This is an optimization exercise on Yosys and OpenROAD, whose aim is small area, a short achievable clock period and few clock cycles, not a production implementation. For this run, only the layout was checked, not whether the RTL still works.

`design/flow/constraint.sdc`:
```
create_clock -name core_clock -period 50.0 [get_ports {clk}]
set_input_delay 10.0000 -clock core_clock [delete_from_list [all_inputs] [get_ports {clk}]]
set_output_delay 10.0000 -clock core_clock [all_outputs]
set_load 0.01 [all_outputs]
```
`design/flow/design.v`:
```
module fp_round (
    input  wire               sign,
    input  wire signed [9:0]  exp,
    input  wire        [25:0] sig,
    output wire        [31:0] result
);
    wire        sub = exp < 10'sd1;
    wire  [9:0] rs  = 10'sd1 - exp;                  
    wire        big = rs > 10'd26;
    wire [51:0] w   = {sig, 26'd0} >> rs[4:0];
    wire [25:0] m   = ~sub ? sig : big ? {25'd0, |sig} : {w[51:27], w[26] | (|w[25:0])};
    wire  [7:0] ef  = sub ? 8'd0 : exp[7:0];
    wire        inc = m[1] & (m[0] | m[2]);
    wire [30:0] pk  = {ef, m[24:2]} + {30'd0, inc};
    wire        ovf = ~sub & (exp > 10'sd254);
    assign result = ovf ? {sign, 8'hFF, 23'd0} : {sign, pk};
endmodule
module fp_add (
    input  wire [31:0] a,
    input  wire [31:0] b,
    output wire [31:0] r
);
    wire a_nan = (&a[30:23]) & (|a[22:0]);
    wire b_nan = (&b[30:23]) & (|b[22:0]);
    wire a_inf = (&a[30:23]) & ~(|a[22:0]);
    wire b_inf = (&b[30:23]) & ~(|b[22:0]);
    wire swap = b[30:0] > a[30:0];
    wire [31:0] x = swap ? b : a;
    wire [31:0] y = swap ? a : b;
    wire xn = |x[30:23];
    wire yn = |y[30:23];
    wire [7:0] ex = {x[30:24], x[23] | ~xn};
    wire [7:0] ey = {y[30:24], y[23] | ~yn};
    wire [7:0] d = ex - ey;
    wire sub = x[31] ^ y[31];
    wire [23:0] mx = {xn, x[22:0]};
    wire [23:0] my = {yn, y[22:0]};
    wire big = |d[7:5];
    wire [4:0] ds = d[4:0];
    wire [49:0] yw = {my, 26'd0} >> ds;
    wire [25:0] ya = big ? 26'd0 : yw[49:24];
    wire st = big ? |my : |yw[23:0];
    wire [27:0] ay = {1'b0, ya, st};
    wire [27:0] ax = {1'b0, mx, 3'b000};
    wire [27:0] s = sub ? ax - ay : ax + ay;
    reg [4:0] lz;
    integer k;
    always @* begin
        lz = 5'd27;
        for (k = 0; k < 27; k = k + 1)
            if (s[k]) lz = 5'd26 - k[4:0];
    end
    wire [7:0] exm1 = ex - 8'd1;
    wire lim = {3'b0, lz} > exm1;
    wire [4:0] sh = lim ? exm1[4:0] : lz;    
    wire [26:0] sn = s[26:0] << sh;
    wire [7:0] en = sn[26] ? ex - {3'b0, sh} : 8'd0;
    wire co = s[27];
    wire [22:0] mant = co ? s[26:4] : sn[25:3];
    wire g  = co ? s[3] : sn[2];
    wire stk = co ? |s[2:0] : |sn[1:0];
    wire [7:0] ef = co ? ex + 8'd1 : en;
    wire inc = g & (stk | mant[0]);
    wire [30:0] rr = {ef, mant} + {30'd0, inc};
    wire ovf = co & (&ex[7:1]) & ~ex[0] ;  
    wire zero = ~|s;
    assign r = (a_nan | b_nan | (a_inf & b_inf & (a[31] ^ b[31]))) ? 32'h7FC00000 :
               a_inf ? a : b_inf ? b :
               zero ? {x[31] & y[31], 31'd0} :
               ovf ? {x[31], 8'hFF, 23'd0} :
               {x[31], rr};
endmodule
module fp_mul (
    input  wire [31:0] a,
    input  wire [31:0] b,
    output wire [31:0] r
);
    wire an = |a[30:23], bn = |b[30:23];
    wire a_nan = (&a[30:23]) & (|a[22:0]);
    wire b_nan = (&b[30:23]) & (|b[22:0]);
    wire a_inf = (&a[30:23]) & ~(|a[22:0]);
    wire b_inf = (&b[30:23]) & ~(|b[22:0]);
    wire a_z = ~|a[30:0], b_z = ~|b[30:0];
    wire sg = a[31] ^ b[31];
    wire [23:0] ma = {an, a[22:0]};
    wire [23:0] mb = {bn, b[22:0]};
    wire [47:0] p = ma * mb;
    wire signed [9:0] e1 = $signed({2'b0, a[30:24], a[23] | ~an}) + $signed({2'b0, b[30:24], b[23] | ~bn}) - 10'sd126;
    reg [5:0] lz;
    integer k;
    always @* begin
        lz = 6'd48;
        for (k = 0; k < 48; k = k + 1)
            if (p[k]) lz = 6'd47 - k[5:0];
    end
    wire signed [9:0] em1 = e1 - 10'sd1;
    wire rgt = em1 < 0;                          
    wire lim = ~rgt && ($signed({4'b0, lz}) > em1);
    wire [5:0] ls = rgt ? 6'd0 : lim ? em1[5:0] : lz;
    wire [47:0] pl = p << ls;
    wire [26:0] pc = {p[47:22], |p[21:0]};
    wire [9:0] rs = -em1;
    wire rbig = rs > 10'd26;
    wire [53:0] pw = {pc, 27'd0} >> rs[4:0];
    wire [26:0] pr = rbig ? 27'd0 : pw[53:27];
    wire rst_ = rbig ? |pc : |pw[26:0];
    wire [22:0] mant = rgt ? pr[25:3] : pl[46:24];
    wire g = rgt ? pr[2] : pl[23];
    wire st = rgt ? (|pr[1:0] | rst_) : |pl[22:0];
    wire [9:0] ef = (rgt | ~pl[47]) ? 10'd0 : e1 - {4'd0, ls};
    wire ovf = ~rgt & ($signed(ef) > 10'sd254);
    wire inc = g & (st | mant[0]);
    wire [30:0] rr = {ef[7:0], mant} + {30'd0, inc};
    assign r = (a_nan | b_nan | (a_inf & b_z) | (b_inf & a_z)) ? 32'h7FC00000 :
               (a_inf | b_inf | ovf) ? {sg, 8'hFF, 23'd0} :
               (a_z | b_z) ? {sg, 31'd0} : {sg, rr};
endmodule
module fp_div (
    input  wire        clk,
    input  wire        start,
    input  wire [31:0] a,
    input  wire [31:0] b,
    output reg  [31:0] result
);
    localparam B = 5, NCYC = 5;    
    wire a_nan  = (&a[30:23]) & (|a[22:0]);
    wire b_nan  = (&b[30:23]) & (|b[22:0]);
    wire a_inf  = (&a[30:23]) & ~(|a[22:0]);
    wire b_inf  = (&b[30:23]) & ~(|b[22:0]);
    wire a_zero = ~|a[30:0];
    wire b_zero = ~|b[30:0];
    wire sign   = a[31] ^ b[31];
    wire an = |a[30:23], bn = |b[30:23];
    wire [23:0] ma = {an, a[22:0]};
    wire [23:0] mb = {bn, b[22:0]};
    reg  [4:0] lza, lzb;
    integer k;
    always @* begin
        lza = 5'd0; lzb = 5'd0;
        for (k = 0; k < 24; k = k + 1) begin
            if (ma[k]) lza = 5'd23 - k[4:0];
            if (mb[k]) lzb = 5'd23 - k[4:0];
        end
    end
    wire [23:0] na = ma << lza;
    wire [23:0] nb = mb << lzb;
    wire a_lt_b = na < nb;
    wire signed [9:0] e_q = $signed({2'd0, a[30:24], a[23] | ~an}) - $signed({5'd0, lza})
                          - $signed({2'd0, b[30:24], b[23] | ~bn}) + $signed({5'd0, lzb})
                          + 10'sd127 - (a_lt_b ? 10'sd1 : 10'sd0);
    wire        spec   = a_nan | b_nan | a_inf | b_inf | a_zero | b_zero;
    wire [31:0] spec_v = (a_nan | b_nan | (a_inf & b_inf) | (a_zero & b_zero)) ? 32'h7FC00000 :
                         (a_inf | b_zero) ? {sign, 8'hFF, 23'd0} : {sign, 31'd0};
    reg  [25:0] rem;
    reg  [23:0] dv;
    reg  [24:0] quot;
    reg  signed [9:0] ex;
    reg         sg, sp_r;
    reg  [31:0] sp_v;
    reg  [2:0]  cnt;
    wire [25:0] r0  = start ? (a_lt_b ? {1'b0, na, 1'b0} : {2'b00, na}) : rem;
    wire [23:0] d0  = start ? nb : dv;
    reg  [25:0] r;
    reg  [24:0] q;
    reg  [25:0] t;
    integer i;
    always @* begin
        r = r0;
        q = start ? 25'd0 : quot;
        for (i = 0; i < B; i = i + 1) begin
            t = r - {2'b00, d0};
            q = {q[23:0], ~t[25]};
            r = t[25] ? {r[24:0], 1'b0} : {t[24:0], 1'b0};
        end
    end
    wire [31:0] rounded;
    fp_round u_round (.sign(sg), .exp(ex), .sig({q, r != 26'd0}), .result(rounded));
    always @(posedge clk) begin
        rem  <= r;
        quot <= q;
        if (start) begin
            dv   <= nb;
            ex   <= e_q;
            sg   <= sign;
            sp_r <= spec;
            sp_v <= spec_v;
            cnt  <= 3'd1;
        end else if (cnt != 3'd0) begin
            cnt <= (cnt == NCYC - 1) ? 3'd0 : cnt + 3'd1;
            if (cnt == NCYC - 1) result <= sp_r ? sp_v : rounded;
        end
    end
endmodule
module loop_law (
    input  wire        clk,
    input  wire        rst,
    input  wire        start,
    input  wire  [1:0] mode,
    input  wire        d_on_meas,
    input  wire        d_zero,
    input  wire        sat_ext,
    input  wire        plant_lost,
    input  wire [31:0] sp,
    input  wire [31:0] pv,
    input  wire [31:0] ff,
    input  wire [31:0] man_out,
    input  wire [31:0] kp,
    input  wire [31:0] ki,
    input  wire [31:0] kd,
    input  wire [31:0] tf,
    input  wire [31:0] h,
    input  wire [31:0] out_hi,
    input  wire [31:0] out_lo,
    input  wire [31:0] out_prev,
    input  wire [31:0] i_prev,
    input  wire [31:0] d_prev,
    input  wire [31:0] y_prev,
    output reg         done,
    output reg  [31:0] out,
    output reg  [31:0] i_out,
    output reg  [31:0] d_out,
    output reg  [31:0] y_out,
    output reg         numeric,
    output reg         i_inhibit,
    output reg         sat_hi,
    output reg         sat_lo
);
    localparam M_AUTO = 2'd0, M_MANUAL = 2'd1, M_FIRST = 2'd2, M_TRANSFER = 2'd3;
    localparam [4:0]
        S_IDLE = 5'd0,
        S_A0 = 5'd1, S_A1 = 5'd2, S_A2 = 5'd3, S_A3 = 5'd4, S_A4 = 5'd5,
        S_A5 = 5'd6, S_A6 = 5'd7, S_A7 = 5'd8, S_A8 = 5'd9,
        S_Q0 = 5'd10, S_Q1 = 5'd11, S_Q2 = 5'd12, S_Q3 = 5'd13, S_Q4 = 5'd14,
        S_Q5 = 5'd15, S_Q6 = 5'd16, S_Q7 = 5'd17,
        S_V2 = 5'd18, S_V3 = 5'd19, S_FIN = 5'd20,
        S_R1 = 5'd21, S_R2 = 5'd22, S_R3 = 5'd23,
        S_T2 = 5'd24, S_T3 = 5'd25,
        S_B0 = 5'd26, S_B1 = 5'd27, S_B2 = 5'd28, S_B3 = 5'd29, S_B4 = 5'd30;
    function is_nan(input [31:0] x);
        is_nan = (&x[30:23]) & (|x[22:0]);
    endfunction
    function is_fin(input [31:0] x);
        is_fin = ~&x[30:23];
    endfunction
    function f_lt(input [31:0] x, input [31:0] y);
        begin
            if (is_nan(x) || is_nan(y))
                f_lt = 1'b0;
            else if (x[30:0] == 0 && y[30:0] == 0)
                f_lt = 1'b0;
            else if (x[31] != y[31])
                f_lt = x[31];
            else if (!x[31])
                f_lt = x[30:0] < y[30:0];
            else
                f_lt = x[30:0] > y[30:0];
        end
    endfunction
    function f_eq(input [31:0] x, input [31:0] y);
        f_eq = !is_nan(x) && !is_nan(y) &&
               ((x == y) || (x[30:0] == 0 && y[30:0] == 0));
    endfunction
    function [31:0] addz(input [31:0] x);
        addz = (x == 32'h80000000) ? 32'd0 : x;
    endfunction
    reg  [1:0] r_mode;
    reg        r_dom, r_dz, r_sat, r_plant;
    reg [31:0] r_sp, r_pv, r_ff, r_man, r_kp, r_ki, r_kd, r_tf, r_h;
    reg [31:0] r_hi, r_lo, r_outp, r_ip, r_dp, r_yp;
    reg  [4:0] state;
    reg [31:0] e, y, p, t1, t2, den, kih, di, ipd, v1, vv, w, ti;
    reg        rec;             
    reg  [31:0] add_a, add_b, mul_a, mul_b;
    reg         add_sub, div_go;
    wire [31:0] add_r, mul_r, div_r;
    fp_add u_add (.a(add_a), .b({add_b[31] ^ add_sub, add_b[30:0]}), .r(add_r));
    fp_mul u_mul (.a(mul_a), .b(mul_b), .r(mul_r));
    fp_div u_div (.clk(clk), .start(div_go), .a(t1), .b(den), .result(div_r));
    wire [31:0] d = r_dz ? 32'd0 : div_r;
    always @* begin
        add_a = r_sp; add_b = r_pv; add_sub = 1'b1;
        mul_a = r_tf; mul_b = r_dp;
        div_go = 1'b0;
        case (state)
            S_A0: begin add_a = r_sp; add_b = r_pv; add_sub = 1'b1; mul_a = r_tf; mul_b = r_dp; end
            S_A1: begin add_a = y;    add_b = r_yp; add_sub = 1'b1; mul_a = r_kp; mul_b = e;    end
            S_A2: begin add_a = r_tf; add_b = r_h;  add_sub = 1'b0; mul_a = r_kd; mul_b = t2;   end
            S_A3: begin add_a = t1;   add_b = t2;   add_sub = 1'b0; mul_a = r_ki; mul_b = r_h;  end
            S_A4: begin div_go = 1'b1;                              mul_a = kih;  mul_b = e;    end
            S_A5: begin add_a = r_ip; add_b = di;   add_sub = 1'b0; end
            S_A6: begin add_a = p;    add_b = ipd;  add_sub = 1'b0; end
            S_A7: begin add_a = r_outp; add_b = p;  add_sub = 1'b1; end
            S_Q0: begin add_a = {~r_pv[31], r_pv[30:0]}; add_b = r_yp; add_sub = 1'b1;
                        mul_a = r_tf; mul_b = r_dp; end
            S_Q1: begin add_a = r_tf; add_b = r_h;  add_sub = 1'b0; mul_a = r_kd; mul_b = t2;   end
            S_Q2: begin add_a = t1;   add_b = t2;   add_sub = 1'b0; mul_a = r_ki; mul_b = r_h;  end
            S_Q3: begin div_go = 1'b1; add_a = r_sp; add_b = r_pv; add_sub = 1'b1; end
            S_Q4: begin mul_a = r_kp; mul_b = e; end
            S_Q5: begin mul_a = kih;  mul_b = e; end
            S_Q6: begin add_a = r_ip; add_b = di;   add_sub = 1'b0;
                        if (r_mode == M_TRANSFER) begin add_a = r_outp; add_b = p; add_sub = 1'b1; end
                  end
            S_Q7: begin add_a = p;    add_b = ipd;  add_sub = 1'b0; end
            S_V2: begin add_a = v1;   add_b = d;    add_sub = 1'b0; end
            S_V3: begin add_a = vv;   add_b = r_ff; add_sub = 1'b0; end
            S_R1: begin add_a = p;    add_b = r_ip; add_sub = 1'b0; end
            S_R2: begin add_a = w;    add_b = d;    add_sub = 1'b0; end
            S_R3: begin add_a = w;    add_b = r_ff; add_sub = 1'b0; end
            S_T2: begin add_a = ti;   add_b = d;    add_sub = 1'b1; end
            S_T3: begin add_a = ti;   add_b = r_ff; add_sub = 1'b1; end
            S_B0: begin add_a = r_sp; add_b = r_pv; add_sub = 1'b1; mul_a = r_ki; mul_b = r_h; end
            S_B1: begin mul_a = kih;  mul_b = e; end
            S_B2: begin mul_a = r_kp; mul_b = e;
                        add_a = r_ip; add_b = di; add_sub = 1'b0; end
            S_B3: begin add_a = p;
                        add_b = (r_mode == M_AUTO) ? ipd : r_ip;
                        add_sub = 1'b0;
                        if (r_mode == M_TRANSFER) begin add_a = r_outp; add_b = p; add_sub = 1'b1; end
                  end
            S_B4: begin add_a = (r_mode == M_TRANSFER) ? ti : v1; add_b = r_ff;
                        add_sub = (r_mode == M_TRANSFER); end
            default: ;
        endcase
    end
    wire        ext_hi = r_sat && f_lt(32'd0, r_outp);
    wire        ext_lo = r_sat && f_lt(r_outp, 32'd0);
    wire        hiS = f_lt(r_hi, vv) || ext_hi;
    wire        loS = f_lt(vv, r_lo) || ext_lo;
    wire        inh_a = r_plant || (hiS && f_lt(32'd0, di)) || (loS && f_lt(di, 32'd0));
    wire        inh = (r_mode == M_AUTO) && inh_a;
    wire [31:0] w_f = (r_mode == M_AUTO && !rec) ? vv : w;
    wire [31:0] i_f = (r_mode == M_AUTO) ? (inh ? r_ip : ipd) :
                      (r_mode == M_TRANSFER) ? ti : r_ip;
    wire [31:0] u_src = (r_mode == M_MANUAL) ? r_man : w_f;
    wire [31:0] u_max = f_lt(r_lo, u_src) ? u_src : r_lo;
    wire [31:0] u_cl  = f_lt(u_max, r_hi) ? u_max : r_hi;
    wire [31:0] u     = (r_mode == M_TRANSFER) ? r_outp : u_cl;
    reg bad;
    always @* begin
        case (r_mode)
            M_AUTO:   bad = !(is_fin(e) && is_fin(p) && is_fin(y) && is_fin(d) &&
                              is_fin(di) && is_fin(vv) && is_fin(i_f) && is_fin(w_f));
            M_MANUAL: bad = !(is_fin(e) && is_fin(y) && is_fin(d) && is_fin(r_man));
            M_FIRST:  bad = !(is_fin(e) && is_fin(p) && is_fin(y) && is_fin(w_f));
            default:  bad = !(is_fin(e) && is_fin(p) && is_fin(y) && is_fin(d) && is_fin(i_f));
        endcase
    end
    always @(posedge clk) begin
        if (rst) begin
            state <= S_IDLE;
            done  <= 1'b0;
        end else begin
            done <= 1'b0;
            case (state)
                S_IDLE: if (start) begin
                    r_mode  <= mode;
                    r_dom   <= d_on_meas;
                    r_dz    <= d_zero || (mode == M_FIRST);
                    r_sat   <= sat_ext;
                    r_plant <= plant_lost;
                    r_sp    <= sp;
                    r_pv    <= pv;
                    r_ff    <= ff;
                    r_man   <= man_out;
                    r_kp    <= kp;
                    r_ki    <= ki;
                    r_kd    <= kd;
                    r_tf    <= tf;
                    r_h     <= h;
                    r_hi    <= out_hi;
                    r_lo    <= out_lo;
                    r_outp  <= out_prev;
                    r_ip    <= i_prev;
                    r_dp    <= d_prev;
                    r_yp    <= y_prev;
                    rec     <= 1'b0;
                    if (d_zero || mode == M_FIRST) state <= S_B0;
                    else if (d_on_meas)            state <= S_Q0;
                    else                           state <= S_A0;
                end
                S_A0: begin e <= add_r; y <= add_r; t1 <= mul_r; state <= S_A1; end
                S_A1: begin t2 <= add_r; p <= mul_r; state <= S_A2; end
                S_A2: begin den <= add_r; t2 <= mul_r; state <= S_A3; end
                S_A3: begin t1 <= add_r; kih <= mul_r; state <= S_A4; end
                S_A4: begin di <= mul_r; state <= S_A5; end                  
                S_A5: begin ipd <= add_r; state <= S_A6; end
                S_A6: begin v1 <= add_r; state <= S_A7; end
                S_A7: begin ti <= add_r; state <= S_A8; end
                S_A8: state <= (r_mode == M_MANUAL) ? S_FIN :
                               (r_mode == M_TRANSFER) ? S_T2 : S_V2;
                S_Q0: begin y <= {~r_pv[31], r_pv[30:0]}; t2 <= add_r; t1 <= mul_r; state <= S_Q1; end
                S_Q1: begin den <= add_r; t2 <= mul_r; state <= S_Q2; end
                S_Q2: begin t1 <= add_r; kih <= mul_r; state <= S_Q3; end
                S_Q3: begin e <= add_r; state <= S_Q4; end                   
                S_Q4: begin p <= mul_r; state <= S_Q5; end
                S_Q5: begin di <= mul_r; state <= S_Q6; end
                S_Q6: begin ipd <= add_r; ti <= add_r; state <= S_Q7; end
                S_Q7: begin v1 <= add_r;
                    state <= (r_mode == M_MANUAL) ? S_FIN :
                             (r_mode == M_TRANSFER) ? S_T2 : S_V2;
                end
                S_V2: begin vv <= add_r; state <= S_V3; end
                S_V3: begin vv <= add_r; state <= S_FIN; end
                S_R1: begin w <= add_r; state <= S_R2; end
                S_R2: begin w <= r_dz ? addz(w) : add_r; state <= S_R3; end
                S_R3: begin w <= add_r; rec <= 1'b1; state <= S_FIN; end
                S_T2: begin ti <= add_r; state <= S_T3; end
                S_T3: begin ti <= add_r; state <= S_FIN; end
                S_B0: begin
                    e <= add_r;
                    y <= r_dom ? {~r_pv[31], r_pv[30:0]} : add_r;
                    kih <= mul_r;
                    state <= (r_mode == M_MANUAL) ? S_FIN :
                             (r_mode == M_AUTO) ? S_B1 : S_B2;
                end
                S_B1: begin di <= mul_r; state <= S_B2; end
                S_B2: begin ipd <= add_r; p <= mul_r; state <= S_B3; end
                S_B3: begin
                    if (r_mode == M_TRANSFER) ti <= add_r;
                    else begin v1 <= addz(add_r); w <= addz(add_r); end
                    state <= S_B4;
                end
                S_B4: begin
                    if (r_mode == M_TRANSFER) ti <= add_r;
                    else begin vv <= add_r; w <= add_r; end
                    rec <= (r_mode == M_FIRST);
                    state <= S_FIN;
                end
                S_FIN: begin
                    if (inh && !rec) begin
                        state <= S_R1;
                    end else begin
                        if (bad) begin
                            out       <= r_outp;
                            i_out     <= r_ip;
                            d_out     <= r_dp;
                            y_out     <= r_yp;
                            numeric   <= 1'b1;
                            i_inhibit <= 1'b0;
                            sat_hi    <= 1'b0;
                            sat_lo    <= 1'b0;
                        end else begin
                            out       <= u;
                            i_out     <= i_f;
                            d_out     <= d;
                            y_out     <= y;
                            numeric   <= 1'b0;
                            i_inhibit <= inh;
                            sat_hi    <= f_eq(u, r_hi) || ext_hi;
                            sat_lo    <= f_eq(u, r_lo) || ext_lo;
                        end
                        done  <= 1'b1;
                        state <= S_IDLE;
                    end
                end
                default: state <= S_IDLE;
            endcase
        end
    end
endmodule
```
`design/flow/run.sh`:
```
#!/bin/bash
# synth_recipe.tcl (not shown) runs the flow's synth.tcl, then flattens the netlist and writes it again
# the make line also repeats each setting of config.mk as NAME=value (left out here)
make -C /OpenROAD-flow-scripts/flow DESIGN_CONFIG=/design/flow/config.mk WORK_HOME=/design/flow/orfs CLKGATE_MAP_FILE= SYNTH_SCRIPT=/design/flow/synth_recipe.tcl finish
```
`design/flow/config.mk`:
```
export PLATFORM = sky130hd
export DESIGN_NAME = loop_law
export DESIGN_NICKNAME = loop_law
export VERILOG_FILES = /design/flow/design.v
export SDC_FILE = /design/flow/constraint.sdc
export NUM_CORES = 8
export LEC_CHECK = 0
export ABC_CLOCK_PERIOD_IN_PS = 10000
export CAP_MARGIN = 20
export CORE_MARGIN = 2
export CORE_UTILIZATION = 50
export SLEW_MARGIN = 20
```
==> impl.org <==
** Yosys
- Share of synthesized registers carrying an async set or reset :: 0%
- Cell types with the largest area share after synthesis :: edfxtp_1, fa_1, ha_1
- Count of cell types in the netlist :: 125
- Largest area contributor in the netlist :: edfxtp_1
- The share of the Yosys chip area taken by registers is 32.4%.
- Net count after synthesis :: approximately 13,000
- The Yosys step of the flow raised 4 warnings.
- Synth Instances :: between 10,000 and 15,000
- Top cell type's share of synthesized area :: a little under a third
- In this run, synthesis produced a sequential element count of 1,160.
- The cell area that synthesis handed to floorplanning was about 110,000 um2.
- Number of enable-type register cells in the synthesized netlist :: 1,082
- Most used DFF post-synth :: edfxtp_1
- The average instance in the mapped netlist occupies between 9 and 10 um2.

** Floorplanning
- The region available for standard cell placement spans 209,000 um2.
- Cell row count :: about 170
- During I/O placement, the number of pins put on the boundary was 622.
- The floorplan step set the die height to between 400 and 500 um.
- Initial Util :: a little over 50%
- Die area :: around 210,000 um2
- The die is roughly 460 um wide.

** Critical path
- FF-to-FF End :: u_div.result[30]
- STA classifies the critical path endpoint as a flip-flop.
- Cell mode on critical path :: a21oi_1
- Slowest stage cell on the critical path :: or4b_2
- For the worst setup path, the data required time is ~51 ns.
- Along the worst path, the maximum fanout reaches 45.
- CP peak stage delay :: about 0.70 ns
- Kind of start point of the critical path :: flip-flop
- Path depth of the worst reg2reg path :: 129
- Critical R2R Launch :: t1[0]
- Worst endpoint data arrival time :: 30.63 ns
- Register-to-register setup slack :: approximately 20 ns
- The critical path is of the reg2reg type.

** STA
- The number of hold violations in the final report is 0.
- Total Neg Setup Slack :: 0 ns
- Time the final worst path needs with I/O delays and setup :: roughly 30 ns
- Setup repair after global routing left no endpoint under its margin.
- Highest Clock Rate :: 33.4 MHz
- In the post-route analysis, the smallest setup slack over all paths is 20.08 ns.
- Final Max Tran Viols :: 0
- Setup violations, final :: 0
- Worst clock skew :: about 0.11 ns
- At the pin with the least slew margin, the transition time is between 1 and 1.5 ns.
- Max-slew headroom at the worst pin :: a little under a tenth
- Share of the clock period used by the worst path after layout :: 59.8%

** Drt
- In the routed layout, each cell is associated on average with a via count of slightly above 7.
- Before antenna repair, the detailed router went through 10 iterations.
- The final layout contains routed wiring with a total length of around 550 mm.
- Number of routed nets with antenna violations :: 0
- WL per Instance :: between 30 and 40 um
- The first routing iteration left 18,966 violations.
- DRC viols :: 0
- The detailed router placed about 110k vias in this run.

** Global route
- Vias in the first global route :: approximately 99,000
- Total congestion overflow after global routing :: 0
- The first global-routing pass estimated between 700 and 800 mm of wire.
- Number of antenna violations at the first check in global routing :: 73
- Maximum number of pins on one net before global-route repair :: 178
- Across every metal layer, demand over resource in global routing totals between 40% and 50%.

** Layout
- Commonest cells after routing, fill and taps aside :: nor2_1, edfxtp_1, nand2_1, inv_1, clkdlybuf4s50_1
- Measured on the finished design, the core utilization comes to a little under three fifths.
- For this run, the post-layout net count is about 13,000.
- In the final layout, the share of cells above drive strength 1 is about 8.4%.
- Area growth from synthesis to layout :: 14.2%
- Leaving out fill and tap cells, the most frequent cell in the layout is nor2_1.

** Clock tree
- Clock tree root driver cell :: clkbuf_16
- The tree built by TritonCTS fans out to 1,160 sinks.
- The number of gates resized after CTS was 0.
- The clock reaches the later pin of the worst-skew pair after 0.90 ns.
- Count of hold-fix buffers inserted at cts :: 0
- TritonCTS built the clock tree.
- After clock tree synthesis, the clock-pin slew on the worst setup and hold paths is around 0.060 ns.
- H-tree depth reported by CTS :: 4
- Number of buffers on the longest clock path :: 3
- Buffers added to address setup during post-CTS repair amount to 0.
- TritonCTS Buffers :: roughly 140

** Placed design
- Number of port buffers :: between 600 and 700
- Worst slack at placement :: between 20 and 25 ns
- Weighted congestion at the end of routability-driven global placement :: between 1 and 1.5
- The HPWL after detailed placement is around 420 mm.

** Worst hold path
- Along the worst hold path, the cell count comes to 2.
- HP Class :: reg2reg
- The worst hold path terminates at u_div.dv[22].
- Hold wc startpoint :: u_div.dv[22]

** Run status
- Result of the run :: timing/DRC/antenna clean

** Flow run
- Max-cap violations in this run came to 0.
-- metrics by stage --
stage	hold WS (ns)	area, um2	cells
global route	0.525	120000	14837
detailed placement	0.471	115000	14569
finish	0.481	120000	14887
CTS	0.484	120000	14822
global placement	0.477	115000	14567
floorplan	0.433	105000	11516
-- worst max-delay path, delay by kind of cell (launching register included) --
| family | cells | cell delay (ns) |
|---|---|---|
| AOI/OAI and AO/OA | 69 | 15.94 |
| and+or+nand+nor | 31 | 5.93 |
| buffers and inverters | 15 | 3.58 |
| adders and majority gates | 7 | 2.02 |
| muxes | 3 | 1.22 |
| DFF | 1 | 0.54 |
| xor gates and xnor gates | 4 | 0.53 |
-- worst max-delay path by stage --
stage	to	slack, ns	from
6_report	u_div.result[30]	20.08	t1[0]
5_1_grt	u_div.result[30]	17.75	t1[0]
4_1_cts	u_div.result[30]	20.50	t1[0]
3_5_place_dp	u_div.result[30]	20.53	t1[0]
3_3_place_gp	u_div.result[30]	20.99	t1[0]
2_1_floorplan	r_dom	2.66	rst
-- Yosys cell counts (139+ instances only) --
| master | instances |
|---|---|
| nor2_1 | 1180 |
| edfxtp_1 | 1082 |
| nand2_1 | 1022 |
| inv_1 | 1019 |
| a21oi_1 | 588 |
| ha_1 | 588 |
| o21ai_0 | 570 |
| clkbuf_1 | 502 |
| fa_1 | 495 |
| mux2i_1 | 483 |
| nand3_1 | 250 |
| nor3_1 | 247 |
| xnor2_1 | 231 |
| mux2_2 | 195 |
| nand4_1 | 172 |
| nor4_1 | 167 |
| a22oi_1 | 141 |
| a211oi_1 | 139 |
-- layer usage --
metal | vias up | GRT usage (%) | part of all wire, % | routed length, um
met2 | 9757 | 68.4 | 39 | 216000
met5 | - | 1.72 | 0.17 | 938
met3 | 2478 | 24.9 | 17 | 93100
li1 | 42821 | - | - | -
met4 | 54 | 34.6 | 9.3 | 51400
met1 | 51466 | 60.2 | 35 | 192000
-- logic make-up after synthesis --
| kind of cell | count (synthesis) | synth area share (%) |
|---|---|---|
| buf+inv | 1680 | 6.15 |
| fa+ha+maj | 1083 | 16.4 |
| mux | 700 | 7.13 |
| xor+xnor | 339 | 2.83 |
| compound gates | 2787 | 18.1 |
| simple gates | 3767 | 17.0 |
| flops | 1160 | 32.4 |
-- final cells by class --
cell class	count	area, um2
inverters	1038	3900
flip-flops and latches	1160	34100
repair buffers	898	8370
multi-input cells	8676	65600
well taps	2805	3510
clock inverters	96	1190
diodes	57	143
clock buffers	157	3500
fillers	17942	89100

[what the ideal ports hide]
The results above use ideal ports. As a check the final layout listed here was re-extracted and re-timed, cells and wires unchanged. Step 1, drivers: a clkbuf_16 drives clk and a buf_2 each remaining input, both assumed. Step 2 also shifts input and output timing later by t, the mid clock arrival at the registers, as if the neighbouring blocks saw the same clock. a / b / c = ideal ports / drivers / drivers and shift; a / b = the first two.
t (ns): 0.926
slack for setup (ns): 20.079 / 20.079 / 20.079
worst setup path at the end: register to register
pins driven straight from the clock port: 1
After both steps this run still meets setup and hold. For this run, drivers alone change the setup slack by 0.000 ns; drivers and shift together by 0.000 ns.
